Context: an optimization exercise on an open-source flow, tuned for small area, a short achievable clock period and few clock cycles per item. The choices shown serve that exercise and are no tape-out recipe. Function was checked by simulation only, so behaviour that the tests miss may differ from the original. Power figures rest on the tool's default switching activity, not on a simulated workload.

== job 102 ==
// bs_encoder
module bs_encoder (
    input  wire         clk,
    input  wire         rst,         
    input  wire         in_valid,
    output wire         in_ready,
    input  wire [31:0]  in_data,     
    input  wire [1:0]   in_fmt,      
    input  wire         in_rm,       
    output wire         out_valid,
    input  wire         out_ready,
    output wire [7:0]   out_scale,
    output wire [255:0] out_data,
    output wire         out_of
);
Size in the first run: ~310 I/O pins, about 29,000 sq um of cells after synthesis.
export LEC_CHECK = 0
export ABC_AREA = 1
export CAP_MARGIN = 20
export CORE_MARGIN = 2
export CORE_UTILIZATION = 40
export SLEW_MARGIN = 20
create_clock -name core_clock -period 14.0 [get_ports {clk}]
standard.sh (not shown) runs the stock make flow with config.mk's settings and CLKGATE_MAP_FILE= SYNTH_SCRIPT=/design/flow/synth_recipe.tcl, a recipe that flattens the netlist after the stock synthesis.
==> flow/flow/run.sh <==
#!/bin/bash
# Standard layout, with plain buffers (not delay cells) on the ports and a
# clock tree of fewer, smaller buffers without dummy loads.
set -euo pipefail
export BUFFER_PORTS_ARGS="-buffer_cell sky130_fd_sc_hd__buf_1"
export CTS_ARGS="-sink_clustering_enable -repair_clock_nets -dont_use_dummy_load -sink_clustering_size 16 -sink_clustering_max_diameter 60 -buf_list sky130_fd_sc_hd__clkbuf_8 -root_buf sky130_fd_sc_hd__clkbuf_16"
bash standard.sh > standard.log 2>&1
Testbench counts of job 102, summed over its fixed seeds: cycles 49,432, items 1,536.
Edits applied to the flow inputs when going from job 102 to job 104:
--- a/flow/design.v
+++ b/flow/design.v
@@ -101,23 +101,22 @@
     input  wire         in_rm,       
     output wire         out_valid,
     input  wire         out_ready,
     output wire [7:0]   out_scale,
     output wire [255:0] out_data,
     output wire         out_of
 );
     reg         in_ready_q;      
     reg         in_busy_q;       
     reg         i_v;             
     reg [31:0]  i_d;
-    reg [4:0]   i_lz;            
     reg [1:0]   i_fmt;
     reg         i_rm;
     reg [543:0] ring;            
     reg [4:0]   ph;              
     reg         ob_v;            
     reg [4:0]   c;               
     reg [4:0]   k;               
     reg         pk;              
     reg         pc;              
     reg         cnek;            
     reg         k31;             
@@ -152,25 +151,25 @@
     assign out_data  = od;
     assign out_scale = oscale;
     assign out_of    = oof;
     wire in_fire = in_valid && !in_busy_q;
     wire ov      = !ov_n_q;
     wire freeze  = frz;          
     wire conv    = ob_v && pc && !freeze;
     wire resync  = !ob_v && k0;
     wire ins     = i_v && (resync || (pk && (!ob_v || cnek || conv)));
     wire done_in = ins && k31;
     wire [16:0] cin;
+    wire [4:0] i_lz;
+    bsenc_lzc u_lzc (.mf(i_d[22:0]), .lz(i_lz));
     bsenc_comp u_comp (.x(i_d), .lz(i_lz), .f8(i_fmt == 2'd2), .c(cin));
-    wire [4:0] lz_in;
-    bsenc_lzc u_lzc (.mf(in_data[22:0]), .lz(lz_in));
     wire [16:0] q31 = ring[543:527];
     wire [7:0] ief = i_d[30:23];
     reg  [7:0] kk;               
     reg  [8:0] ck;               
     reg  [8:0] cc;               
     always @(*) begin
         case (i_fmt)
             2'd0:    begin kk = 8'd2; ck = 9'd6;  cc = 9'd8;  end
             2'd1:    begin kk = 8'd6; ck = 9'd2;  cc = 9'd8;  end
             default: begin kk = 8'd8; ck = 9'd22; cc = 9'd30; end
         endcase
@@ -216,23 +215,22 @@
     wire       cnek1   = (c != k + 5'd1);
     wire       cnek_n  = !done_in && ((conv && !ins) ? c1nek : (!conv && ins) ? cnek1 : cnek);
     wire       k0_n    = done_in || (k0 && !ins);
     wire       conv_n  = obv_n && pc_n && !frz_n;
     wire       rsy_n   = !obv_n && k0_n;
     wire       ins_n   = rsy_n || (pk_n && (!obv_n || cnek_n || conv_n));
     wire       ready_n = !iv_n || ins_n;
     always @(posedge clk) begin
         ring <= {ring[526:0], ins ? cin : q31};
         if (!in_busy_q) begin
             i_d   <= in_data;
-            i_lz  <= lz_in;
             i_fmt <= in_fmt;
             i_rm  <= in_rm;
         end
         if (ins) begin
             rmax <= mx;
             rnz  <= nz;
             rsp  <= sp;
         end
         if (done_in) begin
             sb    <= sb_new;
             spblk <= sp;
- All of job 102 and job 104 finish clean.
- The fraction of standard cell area that is sequential reported for job 104 is smaller than that of job 102 by 0.63 points.
- On floorplan die width, job 102 and job 104 are neck and neck.
- Diff job 102 -> job 104 | cell count | up slightly
- Total of fill cells in the finished design up about 0.9% in job 104 wrt job 102
- Compared with job 102, job 104 shows mean cell area of the mapped netlist that has gone down slightly.
- The total design power of job 104 is lower than that of job 102.
- Job 102 -> job 104: total overflow reported by the global router flat
- Diff job 102 -> job 104 | switching power summed over all nets | down slightly
- The hold slack of job 104 exceeds that of job 102 by 11 ps.
- Diff job 102 -> job 104: standby leakage power shows no meaningful change; depth of the worst register-to-register path lost 1.
Testbench counts of job 104, summed over its fixed seeds: cycles 49,432, items 1,536.


The RTL this note starts from:
==> flow/design.v <==
module bsenc_lzc (
    input  wire [22:0] mf,
    output reg  [4:0]  lz
);
    integer i;
    always @(*) begin
        lz = 5'd23;
        for (i = 0; i < 23; i = i + 1)
            if (mf[i]) lz = 5'd22 - i[4:0];
    end
endmodule
module bsenc_comp (
    input  wire [31:0] x,
    input  wire [4:0]  lz,
    input  wire        f8,       
    output wire [16:0] c
);
    wire [7:0]  ef = x[30:23];
    wire [22:0] mf = x[22:0];
    wire        norm = (ef != 8'd0);
    wire        zero = !norm && (lz == 5'd23);
    wire [22:0] nf   = mf << lz;             
    wire [22:0] fr   = norm ? mf : {nf[21:0], 1'b0};
    wire [8:0]  e9   = norm ? ({1'b0, ef} + 9'd32) :
                       zero ? 9'd0 : (9'd32 - {4'd0, lz});
    wire [16:0] cf   = {x[31], e9[7:0], fr[22:19], 2'b00, e9[8], |fr[18:0]};
    wire        tiny = !norm && (lz > 5'd1);
    wire [7:0]  e8   = norm ? (ef + 8'd1) : {7'd0, !lz[0]};
    wire [16:0] ci   = tiny ? {x[31], 16'd0} : {x[31], e8, fr[22:16], |fr[15:0]};
    assign c = f8 ? cf : ci;
endmodule
module bsenc_align (
    input  wire [16:0] c,
    input  wire [8:0]  sb,
    input  wire        f8,       
    input  wire        rm,       
    input  wire        zero,     
    output wire        sgn,
    output wire [6:0]  kept,
    output wire        g,
    output wire        st,
    output wire [3:0]  te6
);
    wire [8:0]  e  = {f8 && c[1], c[15:8]};
    wire [7:0]  sg = {1'b1, c[7:2], c[1] && !f8};
    wire [9:0]  rr = {1'b0, sb} - {1'b0, e};     
    wire        big = !rr[9] && ((rr[8:4] != 5'd0) || (rr[3:0] > 4'd9));
    wire        lo  = rr[9] || (rr[8:2] == 7'd0);
    wire [15:0] s1  = {sg, 8'd0} >> rr[3:0];
    wire [15:0] s4  = {4'd0, sg, 4'd0};
    wire [15:0] w   = (f8 && lo) ? s4 : s1;
    assign sgn  = c[16];
    assign kept = (big || zero) ? 7'd0 : w[14:8];
    assign g    = (big || zero || rm) ? 1'b0 : w[7];
    assign st   = big || (|w[6:0]) || c[0];
    wire [3:0] t = 4'd4 - rr[3:0];
    assign te6  = (f8 && lo && !zero) ? t : 4'd0;
endmodule
module bsenc_round (
    input  wire        sgn,
    input  wire [6:0]  kept,
    input  wire        g,
    input  wire        st,
    input  wire [3:0]  te6,
    input  wire [1:0]  fmt,
    output reg  [7:0]  code,
    output reg         of
);
    wire       rup = g && (st || kept[0]);      
    wire [7:0] v   = ({1'b0, kept} ^ {8{sgn}}) + {7'd0, sgn ^ rup};
    wire [4:0] n   = {1'b0, kept[3:0]} + {4'd0, rup};
    wire [7:0] fm  = {1'b0, te6, 3'b000} + {3'd0, n};
    always @(*) begin
        code = 8'd0;
        of   = 1'b0;
        begin
            case (fmt)
                2'd0: begin
                    of   = (kept[2:0] == 3'd7) && rup;
                    code = of ? (sgn ? 8'h09 : 8'h07) : {4'd0, v[3:0]};
                end
                2'd1: begin
                    of   = (kept == 7'd127) && rup;
                    code = of ? (sgn ? 8'h81 : 8'h7F) : v;
                end
                default: begin
                    of   = (fm >= 8'd127);
                    code = of ? {sgn, 7'h7E} : (fm == 8'd0) ? 8'h00 : {sgn, fm[6:0]};
                end
            endcase
        end
    end
endmodule
module bs_encoder (
    input  wire         clk,
    input  wire         rst,         
    input  wire         in_valid,
    output wire         in_ready,
    input  wire [31:0]  in_data,     
    input  wire [1:0]   in_fmt,      
    input  wire         in_rm,       
    output wire         out_valid,
    input  wire         out_ready,
    output wire [7:0]   out_scale,
    output wire [255:0] out_data,
    output wire         out_of
);
    reg         in_ready_q;      
    reg         in_busy_q;       
    reg         i_v;             
    reg [20:0]  i_d;             
    reg [1:0]   i_fmt;
    reg         i_rm;
    reg [543:0] ring;            
    reg [4:0]   ph;              
    reg         ob_v;            
    reg [4:0]   c;               
    reg [4:0]   k;               
    reg         pk;              
    reg         pc;              
    reg         cnek;            
    reg         k31;             
    reg         k0;              
    reg         c31;             
    reg         frz;             
    reg [7:0]   rmax;            
    reg         rnz;             
    reg         rsp;             
    reg [8:0]   sb;              
    reg         spblk;           
    reg [1:0]   fblk;
    reg         rblk;
    reg         a_v;             
    reg         a_nz;            
    reg         a_sgn;
    reg [6:0]   a_kept;
    reg         a_g, a_st;
    reg [3:0]   a_te6;
    reg [1:0]   a_fmt;
    reg         k_v;             
    reg [7:0]   k_code;
    reg         k_of;
    reg         k_m4;
    reg         ov_p;            
    reg         ov_n_q;          
    reg [255:0] od;
    reg [7:0]   oscale;
    reg         oof;
    assign in_ready  = in_ready_q;
    assign out_valid = ov_p;
    assign out_data  = od;
    assign out_scale = oscale;
    assign out_of    = oof;
    wire in_fire = in_valid && !in_busy_q;
    wire ov      = !ov_n_q;
    wire freeze  = frz;          
    wire conv    = ob_v && pc && !freeze;
    wire resync  = !ob_v && k0;
    wire ins     = i_v && (resync || (pk && (!ob_v || cnek || conv)));
    wire done_in = ins && k31;
    wire [16:0] cin;
    wire [4:0] i_lz;
    wire [31:0] i_x = {i_d, 11'd0};
    bsenc_lzc u_lzc (.mf(i_x[22:0]), .lz(i_lz));
    bsenc_comp u_comp (.x(i_x), .lz(i_lz), .f8(i_fmt == 2'd2), .c(cin));
    wire [16:0] q31 = ring[543:527];
    wire [7:0] ief = i_x[30:23];
    reg  [7:0] kk;               
    reg  [8:0] ck;               
    reg  [8:0] cc;               
    always @(*) begin
        case (i_fmt)
            2'd0:    begin kk = 8'd2; ck = 9'd6;  cc = 9'd8;  end
            2'd1:    begin kk = 8'd6; ck = 9'd2;  cc = 9'd8;  end
            default: begin kk = 8'd8; ck = 9'd22; cc = 9'd30; end
        endcase
    end
    wire       gt     = k0 || (ief > rmax);
    wire [7:0] mx     = gt ? ief : rmax;
    wire [8:0] f_e    = (ief > kk) ? ({1'b0, ief} + ck) : cc;
    wire [8:0] f_r    = (rmax > kk) ? ({1'b0, rmax} + ck) : cc;
    wire [8:0] cand   = gt ? f_e : f_r;
    wire       nz     = (!k0 && rnz) || (i_x[30:0] != 31'd0);
    wire       sp     = (!k0 && rsp) || (ief == 8'hFF);
    wire [8:0] sb_new = nz ? cand : (9'd127 + cc);
    wire [8:0] s_blk  = sb - ((fblk == 2'd2) ? 9'd30 : 9'd8);
    wire       al_sgn, al_g, al_st;
    wire [6:0] al_kept;
    wire [3:0] al_te6;
    bsenc_align u_align (
        .c(q31), .sb(sb), .f8(fblk == 2'd2), .rm(rblk), .zero(spblk),
        .sgn(al_sgn), .kept(al_kept), .g(al_g), .st(al_st), .te6(al_te6)
    );
    wire [7:0] code;
    wire       cof;
    bsenc_round u_round (
        .sgn(a_sgn), .kept(a_kept), .g(a_g), .st(a_st), .te6(a_te6),
        .fmt(a_fmt), .code(code), .of(cof)
    );
    wire a_m4 = (a_fmt == 2'd0);
    wire a0   = (c == 5'd1);                              
    wire kw   = k_v && !ov;                               
    wire bw   = a_nz && !ov;                              
    wire       anz_n   = freeze ? a_nz : (conv && c != 5'd0);
    wire       ov_n    = ov ? !out_ready : (bw && c == 5'd0);
    wire       iv_n    = (i_v && !ins) || in_fire;
    wire [4:0] ph_n    = (ins && resync) ? 5'd1 : ph + 5'd1;
    wire       obv_n   = done_in || (ob_v && !(conv && c31));
    wire [4:0] c_n     = done_in ? 5'd0 : conv ? c + 5'd1 : c;
    wire [4:0] k_n     = done_in ? 5'd0 : ins ? k + 5'd1 : k;
    wire       frz_n   = ov_n && anz_n;
    wire [4:0] ph1     = ph + 5'd1;
    wire       pc_n    = conv || done_in || (ph1 == c);
    wire       pk_n    = ins || (ph1 == k);
    wire       c1nek   = (c + 5'd1 != k);
    wire       cnek1   = (c != k + 5'd1);
    wire       cnek_n  = !done_in && ((conv && !ins) ? c1nek : (!conv && ins) ? cnek1 : cnek);
    wire       k0_n    = done_in || (k0 && !ins);
    wire       conv_n  = obv_n && pc_n && !frz_n;
    wire       rsy_n   = !obv_n && k0_n;
    wire       ins_n   = rsy_n || (pk_n && (!obv_n || cnek_n || conv_n));
    wire       ready_n = !iv_n || ins_n;
    always @(posedge clk) begin
        ring <= {ring[526:0], ins ? cin : q31};
        if (!in_busy_q) begin
            i_d   <= {in_data[31:12], |in_data[11:0]};
            i_fmt <= in_fmt;
            i_rm  <= in_rm;
        end
        if (ins) begin
            rmax <= mx;
            rnz  <= nz;
            rsp  <= sp;
        end
        if (done_in) begin
            sb    <= sb_new;
            spblk <= sp;
            fblk  <= i_fmt;
            rblk  <= i_rm;
        end
        if (!freeze) begin
            a_sgn  <= al_sgn;
            a_kept <= al_kept;
            a_g    <= al_g;
            a_st   <= al_st;
            a_te6  <= al_te6;
            a_fmt  <= fblk;
        end
        if (conv && c31)
            oscale <= spblk ? 8'hFF : s_blk[7:0];
        if (a_v && a0) begin
            k_code <= code;
            k_of   <= cof;
            k_m4   <= a_m4;
        end
        if (kw)
            oof <= k_of || (bw && cof);
        else if (bw)
            oof <= oof || cof;
    end
    always @(posedge clk) begin
        if (rst) begin
            in_ready_q <= 1'b1;
            in_busy_q  <= 1'b0;
            i_v        <= 1'b0;
            ph         <= 5'd0;
            ob_v       <= 1'b0;
            c          <= 5'd0;
            k          <= 5'd0;
            a_v        <= 1'b0;
            a_nz       <= 1'b0;
            frz        <= 1'b0;
            pk         <= 1'b1;
            pc         <= 1'b1;
            cnek       <= 1'b0;
            k31        <= 1'b0;
            k0         <= 1'b1;
            c31        <= 1'b0;
            k_v        <= 1'b0;
            ov_n_q     <= 1'b1;
            ov_p       <= 1'b0;
        end else begin
            in_ready_q <= ready_n;
            in_busy_q  <= !ready_n;
            i_v        <= iv_n;
            ph         <= ph_n;
            ob_v       <= obv_n;
            c          <= c_n;
            k          <= k_n;
            a_v        <= conv || (a_v && freeze);
            a_nz       <= anz_n;
            frz        <= frz_n;
            pk         <= pk_n;
            pc         <= pc_n;
            cnek       <= cnek_n;
            k31        <= (k_n == 5'd31);
            k0         <= k0_n;
            c31        <= (c_n == 5'd31);
            k_v        <= (a_v && a0) || (k_v && !kw);
            ov_n_q     <= !ov_n;
            ov_p       <= ov_n;
        end
    end
    wire [3:0] d_lo   = code[3:0];
    wire [3:0] d_odd  = a_m4 ? code[3:0] : code[7:4];
    wire [3:0] d_hlo  = a_m4 ? 4'd0 : code[3:0];
    wire [3:0] d_hodd = a_m4 ? 4'd0 : code[7:4];
    integer j;
    always @(posedge clk) begin
        for (j = 0; j < 64; j = j + 1) begin
            if (j == 0) begin
                if (kw) od[3:0] <= k_code[3:0];
            end else if (j == 1) begin
                if (kw && !k_m4)
                    od[7:4] <= k_code[7:4];
                else if (bw && a_m4 && c == 5'd2)
                    od[7:4] <= code[3:0];
            end else if (j == 32) begin
                if (kw && k_m4)
                    od[131:128] <= 4'd0;
                else if (bw && !a_m4 && c == 5'd17)
                    od[131:128] <= code[3:0];
            end else if (j < 32) begin
                if (bw && (a_m4 ? (c == ((j + 1) & 31)) : (c == (((j >> 1) + 1) & 31))))
                    od[4*j +: 4] <= (j & 1) ? d_odd : d_lo;
            end else begin
                if (bw && (a_m4 ? (c == ((j - 31) & 31)) : (c == (((j >> 1) + 1) & 31))))
                    od[4*j +: 4] <= (j & 1) ? d_hodd : d_hlo;
            end
        end
    end
endmodule
Settings: LEC_CHECK=0, ABC_AREA=1, CAP_MARGIN=20, CORE_MARGIN=2, CORE_UTILIZATION=40, SLEW_MARGIN=20; clock period 14.0 ns.
Scripts as last shown in full above: flow/flow/run.sh
Testbench counts at the start, summed over its fixed seeds: cycles 49,432, items 1,536.
Change:
--- a/flow/design.v
+++ b/flow/design.v
@@ -31,13 +31,12 @@
 endmodule
 module bsenc_align (
     input  wire [16:0] c,
     input  wire [8:0]  sb,
     input  wire        f8,       
     input  wire        rm,       
-    input  wire        zero,     
     output wire        sgn,
     output wire [6:0]  kept,
     output wire        g,
     output wire        st,
     output wire [3:0]  te6
 );
@@ -47,17 +46,17 @@
     wire        big = !rr[9] && ((rr[8:4] != 5'd0) || (rr[3:0] > 4'd9));
     wire        lo  = rr[9] || (rr[8:2] == 7'd0);
     wire [15:0] s1  = {sg, 8'd0} >> rr[3:0];
     wire [15:0] s4  = {4'd0, sg, 4'd0};
     wire [15:0] w   = (f8 && lo) ? s4 : s1;
     assign sgn  = c[16];
-    assign kept = (big || zero) ? 7'd0 : w[14:8];
-    assign g    = (big || zero || rm) ? 1'b0 : w[7];
+    assign kept = big ? 7'd0 : w[14:8];
+    assign g    = (big || rm) ? 1'b0 : w[7];
     assign st   = big || (|w[6:0]) || c[0];
     wire [3:0] t = 4'd4 - rr[3:0];
-    assign te6  = (f8 && lo && !zero) ? t : 4'd0;
+    assign te6  = (f8 && lo) ? t : 4'd0;
 endmodule
 module bsenc_round (
     input  wire        sgn,
     input  wire [6:0]  kept,
     input  wire        g,
     input  wire        st,
@@ -124,26 +123,23 @@
     reg         c31;             
     reg         frz;             
     reg [7:0]   rmax;            
     reg         rnz;             
     reg         rsp;             
     reg [8:0]   sb;              
-    reg         spblk;           
     reg [1:0]   fblk;
     reg         rblk;
     reg         a_v;             
     reg         a_nz;            
     reg         a_sgn;
-    reg [6:0]   a_kept;
+    reg [7:0]   a_f;             
     reg         a_g, a_st;
-    reg [3:0]   a_te6;
     reg [1:0]   a_fmt;
     reg         k_v;             
     reg [7:0]   k_code;
     reg         k_of;
-    reg         k_m4;
     reg         ov_p;            
     reg         ov_n_q;          
     reg [255:0] od;
     reg [7:0]   oscale;
     reg         oof;
     assign in_ready  = in_ready_q;
@@ -179,30 +175,31 @@
     wire [7:0] mx     = gt ? ief : rmax;
     wire [8:0] f_e    = (ief > kk) ? ({1'b0, ief} + ck) : cc;
     wire [8:0] f_r    = (rmax > kk) ? ({1'b0, rmax} + ck) : cc;
     wire [8:0] cand   = gt ? f_e : f_r;
     wire       nz     = (!k0 && rnz) || (i_x[30:0] != 31'd0);
     wire       sp     = (!k0 && rsp) || (ief == 8'hFF);
-    wire [8:0] sb_new = nz ? cand : (9'd127 + cc);
+    wire [8:0] sb_new = sp ? 9'h1FF : nz ? cand : (9'd127 + cc);
     wire [8:0] s_blk  = sb - ((fblk == 2'd2) ? 9'd30 : 9'd8);
     wire       al_sgn, al_g, al_st;
     wire [6:0] al_kept;
     wire [3:0] al_te6;
     bsenc_align u_align (
-        .c(q31), .sb(sb), .f8(fblk == 2'd2), .rm(rblk), .zero(spblk),
+        .c(q31), .sb(sb), .f8(fblk == 2'd2), .rm(rblk),
         .sgn(al_sgn), .kept(al_kept), .g(al_g), .st(al_st), .te6(al_te6)
     );
     wire [7:0] code;
     wire       cof;
     bsenc_round u_round (
-        .sgn(a_sgn), .kept(a_kept), .g(a_g), .st(a_st), .te6(a_te6),
+        .sgn(a_sgn), .kept(a_f[6:0]), .g(a_g), .st(a_st), .te6(a_f[7:4]),
         .fmt(a_fmt), .code(code), .of(cof)
     );
     wire a_m4 = (a_fmt == 2'd0);
     wire a0   = (c == 5'd1);                              
     wire kw   = k_v && !ov;                               
+    wire k_m4 = (fblk == 2'd0);
     wire bw   = a_nz && !ov;                              
     wire       anz_n   = freeze ? a_nz : (conv && c != 5'd0);
     wire       ov_n    = ov ? !out_ready : (bw && c == 5'd0);
     wire       iv_n    = (i_v && !ins) || in_fire;
     wire [4:0] ph_n    = (ins && resync) ? 5'd1 : ph + 5'd1;
     wire       obv_n   = done_in || (ob_v && !(conv && c31));
@@ -231,30 +228,27 @@
             rmax <= mx;
             rnz  <= nz;
             rsp  <= sp;
         end
         if (done_in) begin
             sb    <= sb_new;
-            spblk <= sp;
             fblk  <= i_fmt;
             rblk  <= i_rm;
         end
         if (!freeze) begin
             a_sgn  <= al_sgn;
-            a_kept <= al_kept;
+            a_f    <= {al_te6[3], al_te6[2:0] | al_kept[6:4], al_kept[3:0]};
             a_g    <= al_g;
             a_st   <= al_st;
-            a_te6  <= al_te6;
             a_fmt  <= fblk;
         end
         if (conv && c31)
-            oscale <= spblk ? 8'hFF : s_blk[7:0];
+            oscale <= (sb == 9'h1FF) ? 8'hFF : s_blk[7:0];
         if (a_v && a0) begin
             k_code <= code;
             k_of   <= cof;
-            k_m4   <= a_m4;
         end
         if (kw)
             oof <= k_of || (bw && cof);
         else if (bw)
             oof <= oof || cof;
     end
The new run completed without violations.
Synthesized area is lower by 0.46%.
Synthesized cell count went up by 0.82%.
Critical path depth stays the same.
First-iteration DRC count went up by 3.2%.
Count of clock-buffer cells in the layout stays the same.
Design area is lower by 0.52%.
Sequential power stays flat.
Routed wire length stays flat.
Testbench counts after the change, summed over its fixed seeds: cycles 49,432, items 1,536.

[what the ideal ports hide]
Ports are ideal in the flow. The routed layouts listed here were re-timed in OpenROAD.
Step 1 assumes that a clkbuf_16 drives the clock port and a buf_2 every other input.
Step 2 moves the port delays by t, midway between the first and last clock arrival at a register: inputs arrive t later, outputs are due t later. That takes back most of the time a late clock gives input paths.
Slacks: ideal ports / drivers / drivers and shift; pairs: ideal ports / drivers.
run | t, ns | slack for setup (ns) | hold WS [ns]
job 102 | 0.607 | 10.013 / 9.956 / 9.768 | 0.278 / 0.278 / 0.278
job 104 | 0.614 | 9.990 / 9.929 / 9.853 | 0.289 / 0.289 / 0.289
the first run of note 2 | 0.609 | 9.984 / 9.930 / 10.200 | 0.286 / 0.286 / 0.286
the second run of note 2 | 0.615 | 9.975 / 9.918 / 9.792 | 0.267 / 0.267 / 0.267
After both steps every run listed still meets setup and hold. The setup slack of job 102, which loses most, moves by -0.057 ns with the drivers and by -0.245 ns with both steps.
